This design comes from an exercise in tuning for small area on the open sky130 flow, not from production work.
Function was checked by simulation only, so behaviour that the tests miss may differ from the original.
Power is estimated from default activity; no workload was simulated.

Setup of willow:
Design xarn_node, start of the top module:
module xarn_node (
    input  wire        clk,
    input  wire        rst,
    input  wire        in_a_k,
    input  wire [7:0]  in_a_d,
    input  wire        in_b_k,
    input  wire [7:0]  in_b_d,
    output wire        out_a_k,
    output wire [7:0]  out_a_d,
    output wire        out_b_k,
    output wire [7:0]  out_b_d,
    input  wire        active,
    input  wire        has_keeper,
    input  wire [3:0]  keeper_mtag,
    input  wire        resp_valid,
    output wire        resp_ready,
    input  wire        resp_port,
    input  wire [3:0]  resp_mtag,
    input  wire [2:0]  resp_tag,
    input  wire [3:0]  resp_code,
    input  wire [3:0]  resp_op,
    input  wire [15:0] resp_addr,
    input  wire [31:0] resp_data,
    output wire        acc_a_valid,
    output wire [3:0]  acc_a_mtag,
    output wire [3:0]  acc_a_op,
    output wire [2:0]  acc_a_tag,
    output wire [23:0] acc_a_addr,
    output wire [31:0] acc_a_data,
    output wire        acc_b_valid,
  ...
export LEC_CHECK = 0
export CAP_MARGIN = 20
export CORE_MARGIN = 2
export CORE_UTILIZATION = 55
export PLACE_DENSITY = 0.7
export SLEW_MARGIN = 20
create_clock -name core_clock -period 8.0 [get_ports {clk}]
standard.sh (not shown) runs the stock make flow with config.mk's settings and CLKGATE_MAP_FILE= SYNTH_SCRIPT=/design/flow/synth_recipe.tcl, a recipe that flattens the netlist after the stock synthesis.
==> flow/flow/run.sh <==
#!/bin/bash
# Layout flow: the standard ORFS flow with three changes.
# 1. After the standard synthesis (run unchanged), the combinational logic is
#    re-mapped by ABC for area (flow/remap.ys); every register keeps its cell,
#    name and connections.
# 2. Port buffers are sky130_fd_sc_hd__buf_1.
# 3. The clock tree uses clkbuf_8 in clusters of up to 14 sinks, without
#    dummy loads.
# Each step's output goes to its own log here.
set -euo pipefail

WORK=$(pwd)
RES=$WORK/orfs/results/sky130hd/xarn_node/base
LIB=$FLOW_HOME/platforms/sky130hd/lib/sky130_fd_sc_hd__tt_025C_1v80.lib
YOSYS=$(command -v yosys || echo $FLOW_HOME/../tools/install/yosys/bin/yosys)

export BUFFER_PORTS_ARGS="-buffer_cell sky130_fd_sc_hd__buf_1"
export CTS_ARGS="-sink_clustering_enable -repair_clock_nets -buf_list sky130_fd_sc_hd__clkbuf_8 -sink_clustering_size 14 -sink_clustering_max_diameter 60 -dont_use_dummy_load"

bash standard.sh synth > synth.log 2>&1

# combinational re-map
mkdir -p remap
cp $RES/1_2_yosys.v remap/netlist_std.v
python3 flow/libmodels.py $LIB remap/models.v > remap_models.log 2>&1
sed "s#lib.lib#$LIB#g" flow/remap.ys > remap/remap.ys
cp flow/remap.abc remap/
(cd remap && $YOSYS -s remap.ys) > remap.log 2>&1
cp remap/netlist_remap.v $RES/1_2_yosys.v
rm -f $RES/1_synth.odb $RES/1_synth.sdc
bash standard.sh synth > synth_odb.log 2>&1

bash standard.sh floorplan  > floorplan.log 2>&1
bash standard.sh place      > place.log 2>&1
bash standard.sh cts        > cts.log 2>&1
bash standard.sh grt        > grt.log 2>&1
bash standard.sh route      > route.log 2>&1
bash standard.sh finish     > finish.log 2>&1
test -f out/final.def
Other scripts of this flow, unchanged in this note and not shown: flow/flow/libmodels.py, flow/flow/remap.abc, flow/flow/remap.ys
willow has completed all stages; timing, DRC and antenna checks passed.
Changes in amber relative to willow:
diff --git a/flow/flow/run.sh b/flow/flow/run.sh
--- a/flow/flow/run.sh
+++ b/flow/flow/run.sh
@@ -6,3 +6,3 @@
 # 2. Port buffers are sky130_fd_sc_hd__buf_1.
-# 3. The clock tree uses clkbuf_8 in clusters of up to 14 sinks, without
+# 3. The clock tree uses clkbuf_8 in clusters of up to 16 sinks, without
 #    dummy loads.
@@ -17,3 +17,3 @@
 export BUFFER_PORTS_ARGS="-buffer_cell sky130_fd_sc_hd__buf_1"
-export CTS_ARGS="-sink_clustering_enable -repair_clock_nets -buf_list sky130_fd_sc_hd__clkbuf_8 -sink_clustering_size 14 -sink_clustering_max_diameter 60 -dont_use_dummy_load"
+export CTS_ARGS="-sink_clustering_enable -repair_clock_nets -buf_list sky130_fd_sc_hd__clkbuf_8 -sink_clustering_size 16 -sink_clustering_max_diameter 80 -dont_use_dummy_load"
 
--- outcome ---
Comparing amber and willow, the higher sequential share of layout area is on amber. When the final numbers for amber and willow were put side by side, the combinational cell fraction of total power turned out to be greater in amber. Compared with willow, amber instantiates a smaller number of cells. On area of the mapped netlist, amber and willow are neck and neck. On count of clock-buffer cells in the layout: between amber and willow, it ends up higher for willow. Compared with willow, amber shows a initial antenna violation count that is 2 higher. [amber vs willow] area growth from synthesis to layout: lower in amber. Relative to willow, fmax has increased by about 0.4% in amber.


== lane 1 ==
xarn_node again, from the RTL that the note above started with.
export LEC_CHECK = 0
export CAP_MARGIN = 20
export CORE_MARGIN = 2
export CORE_UTILIZATION = 55
export CTS_BUF_LIST = sky130_fd_sc_hd__clkbuf_8
export CTS_CLUSTER_DIAMETER = 60
export CTS_CLUSTER_SIZE = 14
export PLACE_DENSITY = 0.7
export SLEW_MARGIN = 20
create_clock -name core_clock -period 8.0 [get_ports {clk}]
run.sh (not shown) runs the stock make flow with config.mk's settings and CLKGATE_MAP_FILE= SYNTH_SCRIPT=/design/flow/synth_recipe.tcl, a recipe that flattens the netlist after the stock synthesis.
Stock flow here: none of the scripts above is used.
The following lists how lane 2 was set up differently from lane 1:
Settings: CTS_BUF_LIST removed (was sky130_fd_sc_hd__clkbuf_8); CTS_CLUSTER_SIZE removed (was 14); CTS_CLUSTER_DIAMETER removed (was 60).
==> flow/flow/run.sh (new file) <==
#!/bin/bash
# Layout flow: the standard ORFS flow, with smaller port buffers and a
# clock tree built from smaller clock buffers in smaller clusters, without
# dummy loads. Synthesis is the standard one, unchanged. Each step's output
# goes to its own log here.
set -euo pipefail

export BUFFER_PORTS_ARGS="-buffer_cell sky130_fd_sc_hd__buf_1"
export CTS_ARGS="-sink_clustering_enable -repair_clock_nets -buf_list sky130_fd_sc_hd__clkbuf_8 -sink_clustering_size 14 -sink_clustering_max_diameter 60 -dont_use_dummy_load"

bash standard.sh synth      > synth.log 2>&1
bash standard.sh floorplan  > floorplan.log 2>&1
bash standard.sh place      > place.log 2>&1
bash standard.sh cts        > cts.log 2>&1
bash standard.sh grt        > grt.log 2>&1
bash standard.sh route      > route.log 2>&1
bash standard.sh finish     > finish.log 2>&1
test -f out/final.def
==> flow/standard.sh (new file) <==
#!/bin/bash
# synth_recipe.tcl (not shown) runs the flow's synth.tcl, then flattens the netlist and writes it again
# the make line also repeats each setting of config.mk as NAME=value (left out here)
make -C /OpenROAD-flow-scripts/flow DESIGN_CONFIG=/design/flow/config.mk WORK_HOME=/design/flow/orfs CLKGATE_MAP_FILE= SYNTH_SCRIPT=/design/flow/synth_recipe.tcl "${@:-finish}"
removed: flow/run.sh
Results
Re inverter count of the layout excluding clock inverters: no difference whatsoever between lane 1 and lane 2.
Final-layout clock buffer total, lane 2 vs lane 1: down by a few percent
Comparing lane 1 and lane 2, the lower highest achievable clock rate was measured on lane 1.

static timing again, ports no longer ideal:
Ports are ideal in the flow. The routed layouts listed here were re-timed in OpenROAD. Step 1 assumes that a clkbuf_16 drives the clock port and a buf_2 every other input. Step 2, shift: input delay + t, output delay - t, t = (earliest + latest rising clock arrival at the registers) / 2. This alone moves slack from input paths to output paths. Slacks: ideal ports / drivers / drivers and shift; pairs: ideal ports / drivers.
run	t, ns	slack for setup (ns)	worst setup path after step 2	worst data-port slew with drivers (ns)	cell pins on the clock port's net
willow	0.691	0.889 / 0.889 / 0.889	register to register	0.10	1
amber	0.740	0.919 / 0.919 / 0.919	register to register	0.11	1
lane 1	0.734	3.478 / 3.445 / 3.445	input to output	0.10	1
lane 2	0.713	3.982 / 3.982 / 3.515	input to register	0.08	1
After both steps every run listed still meets setup and hold. For lane 2, which loses most, drivers alone change the setup slack by 0.000 ns; drivers and shift together by -0.467 ns.
